Background: an optimization exercise with open tools, aiming at small area, a short achievable clock period and few clock cycles per item. Do not read the settings as production practice. Where RTL was checked, it was by simulation tests only, not by an equivalence proof against the original.

==> trial 65: inputs <==
==> flow/design.v (excerpt) <==
module skive_enc (
    input  wire        clk,
    input  wire        rst,           
    input  wire        in_valid,
    output reg         in_ready,
    input  wire [31:0] in_data,       
    input  wire [1:0]  in_fmt,        
    input  wire        in_last,       
    output reg         out_valid,
    input  wire        out_ready,
    output reg  [7:0]  out_mant,      
    output wire [15:0] out_hdr,       
    output reg         out_last,      
    output reg         out_err        
);
==> flow/config.mk <==
export PLATFORM = sky130hd
export DESIGN_NAME = skive_enc
export DESIGN_NICKNAME = skive_enc
export VERILOG_FILES = /design/flow/design.v
export SDC_FILE = /design/flow/constraint.sdc
export NUM_CORES = 4
export LEC_CHECK = 0
export ABC_AREA = 1
export CAP_MARGIN = 0
export CORE_MARGIN = 2
export CORE_UTILIZATION = 55
export CTS_BUF_LIST = sky130_fd_sc_hd__clkbuf_8
export CTS_CLUSTER_DIAMETER = 50
export CTS_CLUSTER_SIZE = 16
export SLEW_MARGIN = 0
==> flow/constraint.sdc <==
create_clock -name core_clock -period 110.0 [get_ports {clk}]
set_input_delay 22.0000 -clock core_clock [delete_from_list [all_inputs] [get_ports {clk}]]
set_output_delay 22.0000 -clock core_clock [all_outputs]
set_load 0.01 [all_outputs]
standard.sh (not shown) runs the stock make flow with config.mk's settings and CLKGATE_MAP_FILE= SYNTH_SCRIPT=/design/flow/synth_recipe.tcl, a recipe that flattens the netlist after the stock synthesis.
==> flow/flow/run.sh <==
#!/bin/bash
# The standard layout, with the port buffers made of sky130_fd_sc_hd__buf_2
# instead of the delay buffers buffer_ports picks by default, and clock tree
# synthesis without dummy loads. The full output of the flow goes to
# standard.log in the work folder; ORFS's own per-step logs are under
# orfs/logs/.
set -euo pipefail
bash standard.sh 'BUFFER_PORTS_ARGS=-buffer_cell sky130_fd_sc_hd__buf_2' \
  'CTS_ARGS=-sink_clustering_enable -repair_clock_nets -sink_clustering_size 16 -sink_clustering_max_diameter 50 -buf_list sky130_fd_sc_hd__clkbuf_8 -dont_use_dummy_load' \
  finish > standard.log 2>&1
==> inputs of build 59, as changes to trial 65 <==
--- a/flow/design.v
+++ b/flow/design.v
@@ -7,11 +7,11 @@
     input  wire [1:0]  in_fmt,        
     input  wire        in_last,       
     output reg         out_valid,
     input  wire        out_ready,
     output reg  [7:0]  out_mant,      
-    output wire [15:0] out_hdr,       
+    output reg  [15:0] out_hdr,       
     output reg         out_last,      
     output reg         out_err        
 );
     localparam [1:0] FMT_B8 = 2'd0, FMT_B6 = 2'd1;
     localparam integer EW = 24;       
@@ -33,11 +33,11 @@
     wire [1:0]  wfmt_n  = (wcnt == 6'd0) ? in_fmt : wfmt;
     wire        wend    = (wcnt == ((wfmt_n == FMT_B8) ? 6'd31 : 6'd63));    
     wire [7:0]  in_e  = in_data[30:23];
     wire [5:0]  in_ec = (in_e == 8'hFF) ? 6'd63 : (in_e > 8'd149) ? 6'd53 :
                         (in_e > 8'd101) ? {~in_e[5], in_e[4:0]} :
-                        (in_e == 8'd0) ? 6'd0 : 6'd5;
+                        (in_e == 8'd0 && in_data[22:0] == 23'd0) ? 6'd0 : 6'd5;
     wire [EW-1:0] in_ent = {in_data[31], in_ec, in_data[22:7], |in_data[6:0]};
     wire [EW-1:0] wdata  = wpad ? {EW{1'b0}} : in_ent;
     reg         nw, nfirst, nlast;
     reg  [1:0]  nfmt;
     reg  [15:0] hkey;         
@@ -91,11 +91,11 @@
     wire        d_cy  = d_mi[11];
     wire [5:0]  d_tb  = d_exp[5:0] + 6'd16 + {5'd0, d_cy};
     reg  [15:0] sc_key;
     always @* begin
         if (a_c == 6'd0)
-            sc_key = (wpos[16:0] == 17'd0) ? 16'd0 : {6'd7, 10'd0};      
+            sc_key = 16'd0;                                              
         else if (a_c == 6'd63 || d_exp > 10'sd30 || (d_exp == 10'sd30 && d_cy))
             sc_key = {6'd46, 10'h3FF};                                   
         else if (d_sh == 4'd11)
             sc_key = {6'd7, 10'd0};                                      
         else
@@ -103,38 +103,37 @@
     end
     wire [15:0] e_key  = a_nan ? 16'd0 : (nfmt == FMT_B8) ? {b8_tb, 10'd0} : sc_key;
     wire [15:0] hbase  = nfirst ? 16'd0 : hkey;
     wire [15:0] hkey_n = (e_key > hbase) ? e_key : hbase;
     wire        hnan_n = (!nfirst && hnan) || a_nan;
-    reg  [17:0] q0, q1;       
+    reg  [18:0] q0, q1;       
     reg  [1:0]  qn;
     wire        hpush = nw && nlast;
-    wire [17:0] hq    = {hnan_n ? 6'h3F : hkey_n[15:10], hkey_n[9:0], nfmt};
+    wire [18:0] hq    = {hkey_n, nfmt, hnan_n};
     reg  [5:0]  rj;           
     reg  [1:0]  cfmt;
+    reg         cnan;
     reg  [5:0]  ctb;
     reg  [9:0]  cdsig;
     reg         rdok;         
     wire        bfirst = (rj == 6'd0);
-    wire [1:0]  b_fmt  = bfirst ? q0[1:0]   : cfmt;
-    wire [5:0]  b_tb   = bfirst ? q0[17:12] : ctb;
-    wire        b_nan  = (b_tb == 6'h3F);
-    wire [10:0] dsig   = {1'b1, bfirst ? q0[11:2] : cdsig};
+    wire [1:0]  b_fmt  = bfirst ? q0[2:1]   : cfmt;
+    wire        b_nan  = bfirst ? q0[0]     : cnan;
+    wire [5:0]  b_tb   = bfirst ? q0[18:13] : ctb;
+    wire [10:0] dsig   = {1'b1, bfirst ? q0[12:3] : cdsig};
     wire        b_end  = (rj == ((b_fmt == FMT_B8) ? 6'd31 : 6'd63));
-    wire [5:0]  q_tb   = q0[17:12];
+    wire [5:0]  q_tb   = q0[18:13];
     wire [7:0]  q_s    = {2'b00, q_tb} - 8'd25;
     wire [5:0]  q_dsh  = 6'd17 - q_tb;                       
-    wire [10:0] q_sub  = {1'b1, q0[11:2]} >> q_dsh[3:0];
+    wire [10:0] q_sub  = {1'b1, q0[12:3]} >> q_dsh[3:0];
     wire [5:0]  q_ef   = q_tb - 6'd16;
-    wire [15:0] q_hdr  = (q0[1:0] == FMT_B8) ? {8'h00, q_s} :
+    wire [15:0] q_hdr  = (q0[2:1] == FMT_B8) ? {8'h00, q_s} :
                          (q_tb == 6'd0)      ? 16'h0000 :
-                         (q_tb > 6'd16)      ? {1'b0, q_ef[4:0], q0[11:2]} :
+                         (q_tb > 6'd16)      ? {1'b0, q_ef[4:0], q0[12:3]} :
                                                {6'd0, q_sub[9:0]};
-    reg  [14:0] hdr_r;        
-    assign out_hdr = {1'b0, hdr_r};
     wire [15:0] b_hdr  = bfirst ? q_hdr : out_hdr;
-    wire        silent = !bfirst && (ctb == 6'h3F);
+    wire        silent = !bfirst && cnan;
     wire        rd     = rdok && (silent || !out_valid || out_ready);
     wire        x_s = head[23];
     wire [5:0]  x_c = head[22:17];
     wire [16:0] x_v = {1'b1, head[16:1]};
     wire        x_t = head[0];
@@ -152,23 +151,28 @@
             dd = {1'b0, dr} - {2'b00, dsig};
             dq[yi] = !dd[12];
             if (!dd[12]) dr = dd[11:0];
         end
     end
-    wire [7:0]  y8   = {dq, is_b8 & dr[9]};
-    wire        yrz  = (dr[8:0] != 9'd0) || (!is_b8 && dr[11:9] != 3'd0);
+    wire [7:0]  y8   = is_b8 ? x_v[16:9] : {dq, 1'b0};
+    wire        yrz  = is_b8 ? (x_v[8:0] != 9'd0) : (dr != 12'd0);
     wire [2:0]  zsh  = 3'd6 - tt[2:0];            
     wire [7:0]  zf   = y8 >> zsh;
     wire        zlost = (y8 & ~(8'hFF << zsh)) != 8'd0;
     wire        zst  = zlost || yrz || x_t;
     wire [6:0]  m0   = zf[7:1];
-    wire        up   = zf[0] & (zst | m0[0]);
-    wire        zero = (x_c == 6'd0) || (tt <= -8'sd2);
-    wire        sat  = (x_c == 6'd63) || (tt >= 8'sd7) || (m0 > qlim) || (m0 == qlim && up);
-    wire [7:0]  mrs  = ({1'b0, m0} ^ {8{x_s}}) + {7'd0, x_s ^ up};
-    wire [7:0]  qls  = x_s ? (8'd0 - {1'b0, qlim}) : {1'b0, qlim};
-    wire [7:0]  mant = zero ? 8'd0 : sat ? qls : mrs;
+    wire [7:0]  mr   = {1'b0, m0} + {7'd0, zf[0] & (zst | m0[0])};
+    reg  [6:0]  mag;
+    always @* begin
+        if (x_c == 6'd0 || tt <= -8'sd2)
+            mag = 7'd0;
+        else if (x_c == 6'd63 || tt >= 8'sd7 || mr > {1'b0, qlim})
+            mag = qlim;
+        else
+            mag = mr[6:0];
+    end
+    wire [7:0]  mant = x_s ? (8'd0 - {1'b0, mag}) : {1'b0, mag};
     reg         pop;          
     wire [6:0]  cnt_up = cnt + 7'd1;
     wire [6:0]  cnt_dn = cnt - 7'd1;
     wire [6:0]  cnt_n  = (wr == rd) ? cnt : wr ? cnt_up : cnt_dn;
     wire [6:0]  wdel_d = (wdel == 7'd0) ? (RL[6:0] - 7'd1) : (wdel - 7'd1);
@@ -190,28 +194,29 @@
     always @(posedge clk) begin
         if (nw) begin
             hkey <= hkey_n;
             hnan <= hnan_n;
         end
-        if (in_ready || wpok) begin
+        if (wr) begin
             wfmt   <= wfmt_n;
             nfirst <= (wcnt == 6'd0);
             nlast  <= wend;
             nfmt   <= wfmt_n;
         end
         if (bfirst) begin
-            cfmt  <= q0[1:0];
-            ctb   <= q0[17:12];
-            cdsig <= q0[11:2];
+            cfmt  <= q0[2:1];
+            cnan  <= q0[0];
+            ctb   <= q0[18:13];
+            cdsig <= q0[12:3];
         end
         if (pop ? (qn == 2'd2) : (hpush && qn != 2'd0))
             q1 <= hq;
         if (pop ? (qn == 2'd2 || hpush) : (hpush && qn == 2'd0))
             q0 <= (pop && qn == 2'd2) ? q1 : hq;
         if (rd && !silent) begin
             out_mant <= b_nan ? 8'd0 : mant;
-            hdr_r    <= b_nan ? 15'd0 : b_hdr[14:0];
+            out_hdr  <= b_nan ? 16'd0 : b_hdr;
             out_last <= b_nan || b_end;
             out_err  <= b_nan;
         end
     end
     always @(posedge clk) begin
==> flow/run.sh (new file) <==
#!/bin/bash
# synth_recipe.tcl (not shown) runs the flow's synth.tcl, then flattens the netlist and writes it again
# the make line also repeats each setting of config.mk as NAME=value (left out here)
make -C /OpenROAD-flow-scripts/flow DESIGN_CONFIG=/design/flow/config.mk WORK_HOME=/design/flow/orfs CLKGATE_MAP_FILE= SYNTH_SCRIPT=/design/flow/synth_recipe.tcl finish
- CAP_MARGIN: 0 -> 20
- CORE_UTILIZATION: 55 -> 40
- SLEW_MARGIN: 0 -> 20
removed: flow/flow/run.sh
removed: flow/standard.sh
==> inputs of build 98, as changes to trial 65 <==
==> flow/flow/run.sh (replaced) <==
#!/bin/bash
# The standard layout, with the port buffers made of sky130_fd_sc_hd__buf_2
# instead of the delay buffers buffer_ports picks by default, and clock tree
# synthesis without dummy loads. The full output of the flow goes to
# standard.log in the work folder; ORFS's own per-step logs are under
# orfs/logs/.
set -euo pipefail
bash standard.sh 'BUFFER_PORTS_ARGS=-buffer_cell sky130_fd_sc_hd__buf_2' \
  'CTS_ARGS=-sink_clustering_enable -repair_clock_nets -sink_clustering_size 12 -sink_clustering_max_diameter 40 -buf_list "sky130_fd_sc_hd__clkbuf_4 sky130_fd_sc_hd__clkbuf_8" -dont_use_dummy_load' \
  finish > standard.log 2>&1
- CAP_MARGIN: 0 -> 20
- CTS_BUF_LIST: sky130_fd_sc_hd__clkbuf_8 -> sky130_fd_sc_hd__clkbuf_4 sky130_fd_sc_hd__clkbuf_8
- CTS_CLUSTER_DIAMETER: 50 -> 40
- CTS_CLUSTER_SIZE: 16 -> 12
- SLEW_MARGIN: 0 -> 20
==> inputs of build 21, as changes to trial 65 <==
--- a/flow/design.v
+++ b/flow/design.v
@@ -7,11 +7,11 @@
     input  wire [1:0]  in_fmt,        
     input  wire        in_last,       
     output reg         out_valid,
     input  wire        out_ready,
     output reg  [7:0]  out_mant,      
-    output wire [15:0] out_hdr,       
+    output reg  [15:0] out_hdr,       
     output reg         out_last,      
     output reg         out_err        
 );
     localparam [1:0] FMT_B8 = 2'd0, FMT_B6 = 2'd1;
     localparam integer EW = 24;       
@@ -103,38 +103,37 @@
     end
     wire [15:0] e_key  = a_nan ? 16'd0 : (nfmt == FMT_B8) ? {b8_tb, 10'd0} : sc_key;
     wire [15:0] hbase  = nfirst ? 16'd0 : hkey;
     wire [15:0] hkey_n = (e_key > hbase) ? e_key : hbase;
     wire        hnan_n = (!nfirst && hnan) || a_nan;
-    reg  [17:0] q0, q1;       
+    reg  [18:0] q0, q1;       
     reg  [1:0]  qn;
     wire        hpush = nw && nlast;
-    wire [17:0] hq    = {hnan_n ? 6'h3F : hkey_n[15:10], hkey_n[9:0], nfmt};
+    wire [18:0] hq    = {hkey_n, nfmt, hnan_n};
     reg  [5:0]  rj;           
     reg  [1:0]  cfmt;
+    reg         cnan;
     reg  [5:0]  ctb;
     reg  [9:0]  cdsig;
     reg         rdok;         
     wire        bfirst = (rj == 6'd0);
-    wire [1:0]  b_fmt  = bfirst ? q0[1:0]   : cfmt;
-    wire [5:0]  b_tb   = bfirst ? q0[17:12] : ctb;
-    wire        b_nan  = (b_tb == 6'h3F);
-    wire [10:0] dsig   = {1'b1, bfirst ? q0[11:2] : cdsig};
+    wire [1:0]  b_fmt  = bfirst ? q0[2:1]   : cfmt;
+    wire        b_nan  = bfirst ? q0[0]     : cnan;
+    wire [5:0]  b_tb   = bfirst ? q0[18:13] : ctb;
+    wire [10:0] dsig   = {1'b1, bfirst ? q0[12:3] : cdsig};
     wire        b_end  = (rj == ((b_fmt == FMT_B8) ? 6'd31 : 6'd63));
-    wire [5:0]  q_tb   = q0[17:12];
+    wire [5:0]  q_tb   = q0[18:13];
     wire [7:0]  q_s    = {2'b00, q_tb} - 8'd25;
     wire [5:0]  q_dsh  = 6'd17 - q_tb;                       
-    wire [10:0] q_sub  = {1'b1, q0[11:2]} >> q_dsh[3:0];
+    wire [10:0] q_sub  = {1'b1, q0[12:3]} >> q_dsh[3:0];
     wire [5:0]  q_ef   = q_tb - 6'd16;
-    wire [15:0] q_hdr  = (q0[1:0] == FMT_B8) ? {8'h00, q_s} :
+    wire [15:0] q_hdr  = (q0[2:1] == FMT_B8) ? {8'h00, q_s} :
                          (q_tb == 6'd0)      ? 16'h0000 :
-                         (q_tb > 6'd16)      ? {1'b0, q_ef[4:0], q0[11:2]} :
+                         (q_tb > 6'd16)      ? {1'b0, q_ef[4:0], q0[12:3]} :
                                                {6'd0, q_sub[9:0]};
-    reg  [14:0] hdr_r;        
-    assign out_hdr = {1'b0, hdr_r};
     wire [15:0] b_hdr  = bfirst ? q_hdr : out_hdr;
-    wire        silent = !bfirst && (ctb == 6'h3F);
+    wire        silent = !bfirst && cnan;
     wire        rd     = rdok && (silent || !out_valid || out_ready);
     wire        x_s = head[23];
     wire [5:0]  x_c = head[22:17];
     wire [16:0] x_v = {1'b1, head[16:1]};
     wire        x_t = head[0];
@@ -190,28 +189,29 @@
     always @(posedge clk) begin
         if (nw) begin
             hkey <= hkey_n;
             hnan <= hnan_n;
         end
-        if (in_ready || wpok) begin
+        if (wr) begin
             wfmt   <= wfmt_n;
             nfirst <= (wcnt == 6'd0);
             nlast  <= wend;
             nfmt   <= wfmt_n;
         end
         if (bfirst) begin
-            cfmt  <= q0[1:0];
-            ctb   <= q0[17:12];
-            cdsig <= q0[11:2];
+            cfmt  <= q0[2:1];
+            cnan  <= q0[0];
+            ctb   <= q0[18:13];
+            cdsig <= q0[12:3];
         end
         if (pop ? (qn == 2'd2) : (hpush && qn != 2'd0))
             q1 <= hq;
         if (pop ? (qn == 2'd2 || hpush) : (hpush && qn == 2'd0))
             q0 <= (pop && qn == 2'd2) ? q1 : hq;
         if (rd && !silent) begin
             out_mant <= b_nan ? 8'd0 : mant;
-            hdr_r    <= b_nan ? 15'd0 : b_hdr[14:0];
+            out_hdr  <= b_nan ? 16'd0 : b_hdr;
             out_last <= b_nan || b_end;
             out_err  <= b_nan;
         end
     end
     always @(posedge clk) begin
- CAP_MARGIN: 0 -> 20
- CORE_UTILIZATION: 55 -> 40
- SLEW_MARGIN: 0 -> 20
==> reports/qor.txt <==
mapped cell area: 47,300 µm²
outcome: timing/DRC/antenna clean
Clock Sinks: 1,726
Area after DPL: 49,000 µm²
Vias per Instance: 4.70
Post-synth top cells: dfxtp_1 (1,644), nand2_1 (500), inv_1 (336)
# hold bufs at CTS: 0
commonest non-fill, non-tap cells in the layout: dfxtp_1 (1,644), nand2_1 (500), inv_1 (336)
met3 Use GR: 0.0364
Core Region: 85,100 µm²
vias after detailed routing: 24.4k
The numbers above come from trial 65.

==> reports/qor.txt <==
outcome: timing/DRC/antenna clean
commonest non-fill, non-tap cells in the layout: dfxtp_1 (1,645), nand2_1 (558), inv_1 (355)
mapped cell area: 47,600 µm²
Vias per Instance: 4.39
Area after DPL: 50,100 µm²
Post-synth top cells: dfxtp_1 (1,645), nand2_1 (558), inv_1 (351)
vias after detailed routing: 25.1k
met3 Use GR: 0.0271
# hold bufs at CTS: 0
Core Region: 118,000 µm²
The numbers above come from build 59.

==> reports/qor.txt <==
outcome: timing/DRC/antenna clean
# hold bufs at CTS: 0
Post-synth top cells: dfxtp_1 (1,645), nand2_1 (511), inv_1 (325)
commonest non-fill, non-tap cells in the layout: dfxtp_1 (1,645), nand2_1 (511), inv_1 (325)
mapped cell area: 47,300 µm²
Vias per Instance: 4.39
vias after detailed routing: 24.4k
met3 Use GR: 0.0269
Core Region: 118,000 µm²
The numbers above come from build 21.

==> reports/qor.txt <==
EDFF count, synth: 82
Last stage: 4_1_cts
run-stopping error: [ERROR STA-0564] clock_tree_synthesis positional arguments not supported.
Initial Util: 0.556
# IOs: 67
largest family of logic cells by synthesized area: simple AND/OR/NAND/NOR gates
mapped cell area: 47,300 µm²
Post-synth top cells: dfxtp_1 (1,644), nand2_1 (500), inv_1 (336)
outcome: did not finish
Area after DPL: 49,000 µm²
The numbers above come from build 98.

Testbench counts of trial 65, summed over its fixed seeds: cycles 170,928, items 3,200.
Testbench counts of build 59, summed over its fixed seeds: cycles 170,928, items 3,200.
Testbench counts of build 98, summed over its fixed seeds: cycles 170,928, items 3,200.
No functional check of the RTL was part of build 21.

port drivers added, routing unchanged:
Ports are ideal in the flow. The routed layouts listed here were re-timed in OpenROAD. Step 1: set_driving_cell puts a clkbuf_16 on clk and a buf_2 on each other input, an assumption about the parent block. Step 2 moves the port delays by t, midway between the first and last clock arrival at a register: inputs arrive t later, outputs are due t later. That takes back most of the time a late clock gives input paths. Three values: no drivers, after step 1, after step 2; two values: the first two.
| run | t (ns) | slack for setup (ns) | worst slew at a driven data input, ns |
|---|---|---|---|
| trial 65 | 0.835 | 86.689 / 86.624 / 86.017 | 0.11 |
| build 59 | 0.857 | 86.264 / 86.198 / 85.621 | 0.04 |
| build 21 | 0.859 | 86.483 / 86.533 / 85.674 | 0.04 |
After both steps every run listed still meets setup and hold. The setup slack of build 21, which loses most, moves by +0.050 ns with the drivers and by -0.809 ns with both steps.
